What follows belongs to an exercise in optimizing a design on an open flow for small area; a production flow would make more cautious choices.
The RTL was checked by simulation tests, not by an equivalence proof against the original design.
Power figures rest on the tool's default switching activity, not on a simulated workload.

## lane_filter
module lane_filter (
    input  wire        clk,
    input  wire        rst,
    input  wire        start,
    input  wire        stop,
    input  wire [17:0] cfg_w0,
    input  wire [17:0] cfg_w1,
    input  wire [17:0] cfg_w2,
    input  wire [17:0] cfg_w3,
    input  wire [17:0] cfg_w4,
    input  wire        mod_en,
    input  wire        mod_bit,
    input  wire        coef_we,
    input  wire [5:0]  coef_addr,
    input  wire [17:0] coef_data,
    output reg         smp_valid,
    output reg  [17:0] smp_value,
    output reg         smp_clip
);
    function [22:0] radd22;
        input [21:0] a;
        input [21:0] b;
        input        ci;
        integer k;
        reg c;
        begin
            c = ci;
            for (k = 0; k < 22; k = k + 1) begin
                radd22[k] = a[k] ^ b[k] ^ c;
                c = (a[k] & b[k]) | (c & (a[k] ^ b[k]));
            end
            radd22[22] = c;
        end
    endfunction
    reg        p_sym, p_mab, p_cic4;
    reg [9:0]  p_dcm1;           
    reg [1:0]  p_dfm1;           
    reg [5:0]  p_s1, p_s2, p_s3;
    reg [6:0]  p_taps;           
    reg [3:0]  p_lm1;            
    reg [17:0] p_scale;          
    wire [9:0] dcm1_in  = cfg_w0[13:4];
    wire [5:0] s1_in    = cfg_w1[17:12];
    wire [5:0] s2_in    = cfg_w1[11:6];
    wire [5:0] s3_in    = cfg_w1[5:0];
    wire [6:0] taps_in  = cfg_w2[17:11];
    reg conv;
    always @(posedge clk) begin
        if (rst) begin
  ...
Size in the first run: about 8400 cells after synthesis, ~140 I/O pins.
clock: 15.0 ns
lec_check: 0
cap_margin: 20
core_margin: 2
core_utilization: 60
cts_cluster_diameter: 90
cts_cluster_size: 22
slew_margin: 20
run.sh (not shown) runs the stock make flow with config.mk's settings and CLKGATE_MAP_FILE= SYNTH_SCRIPT=/design/flow/synth_recipe.tcl, a recipe that flattens the netlist after the stock synthesis.
Edit:
--- a/flow/design.v
+++ b/flow/design.v
@@ -175,32 +175,32 @@
     wire [6:0]  jj    = {1'b0, ph + 6'd1};
     wire [6:0]  tmh   = p_taps - half;                  
     reg         mF, mB;
     always @(posedge clk) begin
         mF <= p_sym ? (jj > 7'd32 && jj < half + 7'd32) : (jj != 7'd0 && jj < p_taps && jj <= 7'd32);
         mB <= p_sym ? (jj < tmh) : (jj > 7'd32 && jj < p_taps);
     end
     wire        pval  = mF | mB;
     wire [17:0] hw    = mF ? fd0 : (mB ? bd0 : 18'd0);
-    wire [18:0] hsum  = {hw[17], hw};
     wire [17:0] cq    = (st == S_PRE) ? (pval ? ((p_sym & mF) ? crd2 : crd) : 18'd0) : c0r;
-    wire signed [21:0] mcand = (st == S_MM) ? q : {{4{cq[17]}}, cq};
-    wire [18:0] wsrc  = (st == S_PRE) ? hsum : ((st == S_MM) ? {1'b0, p_scale} : {u[17], u});
+    wire signed [18:0] mcand = (st == S_MM) ? {1'b0, p_scale} : {cq[17], cq};
+    wire [23:0] wsrc  = (st == S_PRE) ? {{6{hw[17]}}, hw} :
+                        ((st == S_MM) ? {{2{q[21]}}, q} : {{6{u[17]}}, u});
+    wire [2:0]  toppl = (st == S_MM) ? 3'd7 : 3'd5;
     wire [2:0]  dig   = wsrc[pl*3 +: 3];
-    wire        dtop  = (pl == 3'd5) && (st != S_MM);
-    wire signed [3:0]  dval = dtop ? wsrc[18:15] : {1'b0, dig};
-    wire signed [25:0] pp   = mcand * dval;
-    wire first = (pl == 3'd5) && ((st != S_PRE) || (pc == 6'd0));
+    wire        dtop  = (pl == toppl);
+    wire signed [3:0]  dval = {dtop & dig[2], dig};
+    wire signed [22:0] pp   = mcand * dval;
+    wire first = (pl == toppl) && ((st != S_PRE) || (pc == 6'd0));
     wire horner = (st == S_FM) || (st == S_MM) || (st == S_PRE);
     wire [41:0] acc_l3 = {acc[38:0], 3'd0};
     wire [41:0] acc_r1 = {acc[41], acc[41:1]};
-    wire [41:0] acc_r4 = {{4{acc[41]}}, acc[41:4]};
-    wire [41:0] acc_r16 = {{16{acc[41]}}, acc[41:16]};
+    wire [41:0] acc_r8 = {{8{acc[41]}}, acc[41:8]};
     wire cload = (st == S_IDLE) && (ph2 == nm1p) && cpend;
     reg  [41:0] base, addend;
     reg         cin;
     always @* begin
         base   = acc;
         addend = 42'd0;
         cin    = 1'b0;
         case (st)
         S_IDLE: begin
@@ -212,25 +212,23 @@
                 cin    = 1'b1;
             end
         end
         S_FADD: addend = v;
         S_FM, S_MM, S_PRE: begin
             if (first)
                 base = 42'd0;
             else if (st != S_PRE || pc == 6'd0)
                 base = acc_l3;
-            addend = {{16{pp[25]}}, pp};
+            addend = {{19{pp[22]}}, pp};
         end
         S_SH: begin
-            if (rem >= 6'd16)
-                base = acc_r16;
-            else if (rem >= 6'd4)
-                base = acc_r4;
+            if (rem >= 6'd8)
+                base = acc_r8;
             else if (rem != 6'd0)
                 base = acc_r1;
             else
                 cin = 1'b1;
         end
         S_RS1: base = acc_r1;
         default: ;
         endcase
     end
@@ -323,22 +321,20 @@
             smp_valid <= 1'b0;
             acc <= accn;
             case (st)
             S_IDLE: if (cic_go) begin
                 sg  <= 2'd0;
                 rem <= p_s1 - 6'd1;
                 st  <= (p_s1 == 6'd0) ? S_U : S_SH;
             end
             S_SH: begin
-                if (rem >= 6'd16)
-                    rem <= rem - 6'd16;
-                else if (rem >= 6'd4)
-                    rem <= rem - 6'd4;
+                if (rem >= 6'd8)
+                    rem <= rem - 6'd8;
                 else if (rem != 6'd0)
                     rem <= rem - 6'd1;
                 else
                     st <= S_RS1;
             end
             S_RS1: st <= (sg == 2'd0) ? S_U : ((sg == 2'd1) ? S_F : S_MO);
             S_U: begin
                 u      <= rsv[17:0];
                 uclip  <= rsv[18];
@@ -367,19 +363,19 @@
                 f     <= tz ? u : rsv[17:0];
                 fclip <= (~tz & rsv[18]) | (hc_age < taps1);
                 st    <= S_MA;
             end
             S_MA: begin
                 q      <= qsum[21:0];
                 mc_age <= mc_n;
                 mnew   <= mnew + 4'd1;
                 mins   <= 1'b1;
-                pl     <= 3'd5;
+                pl     <= 3'd7;
                 if (ma_go) begin
                     if (p_mab)
                         mcnt <= 4'd0;
                     st <= S_MM;
                 end else begin
                     mcnt <= mcnt + 4'd1;
                     st <= tz ? S_IDLE : S_PW;
                 end
             end
Clock skew hardly moves. Critical path depth is lower by 3. Routed wire length is lower by 1.6%. Synthesized area is lower by 1.6%. Maximum frequency barely changes. Worst hold slack is worse by 4.0 ps. Worst setup slack is worse by 27 ps. Count of clock-buffer cells in the layout is lower by 6. Combinational power is lower by about 3%. Register-to-register slack is worse by 30 ps. Sequential power is about the same. Via count is lower by 2.1%. Non-clock buffer count is lower by 9. Power is lower by 0.55%.

[static timing again, ports no longer ideal]
The flow's constraints put no driver on any port. The routed layouts listed below were extracted and timed again, unchanged, in two steps. Step 1, drivers: a clkbuf_16 drives clk and a buf_2 each remaining input, both assumed. Step 2, shift: input delay + t, output delay - t, t = (earliest + latest rising clock arrival at the registers) / 2. This alone moves slack from input paths to output paths. Slacks: no drivers / after step 1 / after step 2; pairs: no drivers / after step 1.
| run | t, ns | setup WS [ns] | clock arrival spread, ns | worst slew at a driven data input, ns |
|---|---|---|---|---|
| the first run | 0.889 | 2.911 / 2.911 / 2.911 | 0.058 / 0.058 | 0.12 |
| the second run | 0.924 | 2.884 / 2.884 / 2.884 | 0.059 / 0.059 | 0.12 |
After both steps setup and hold are still met in every run listed.
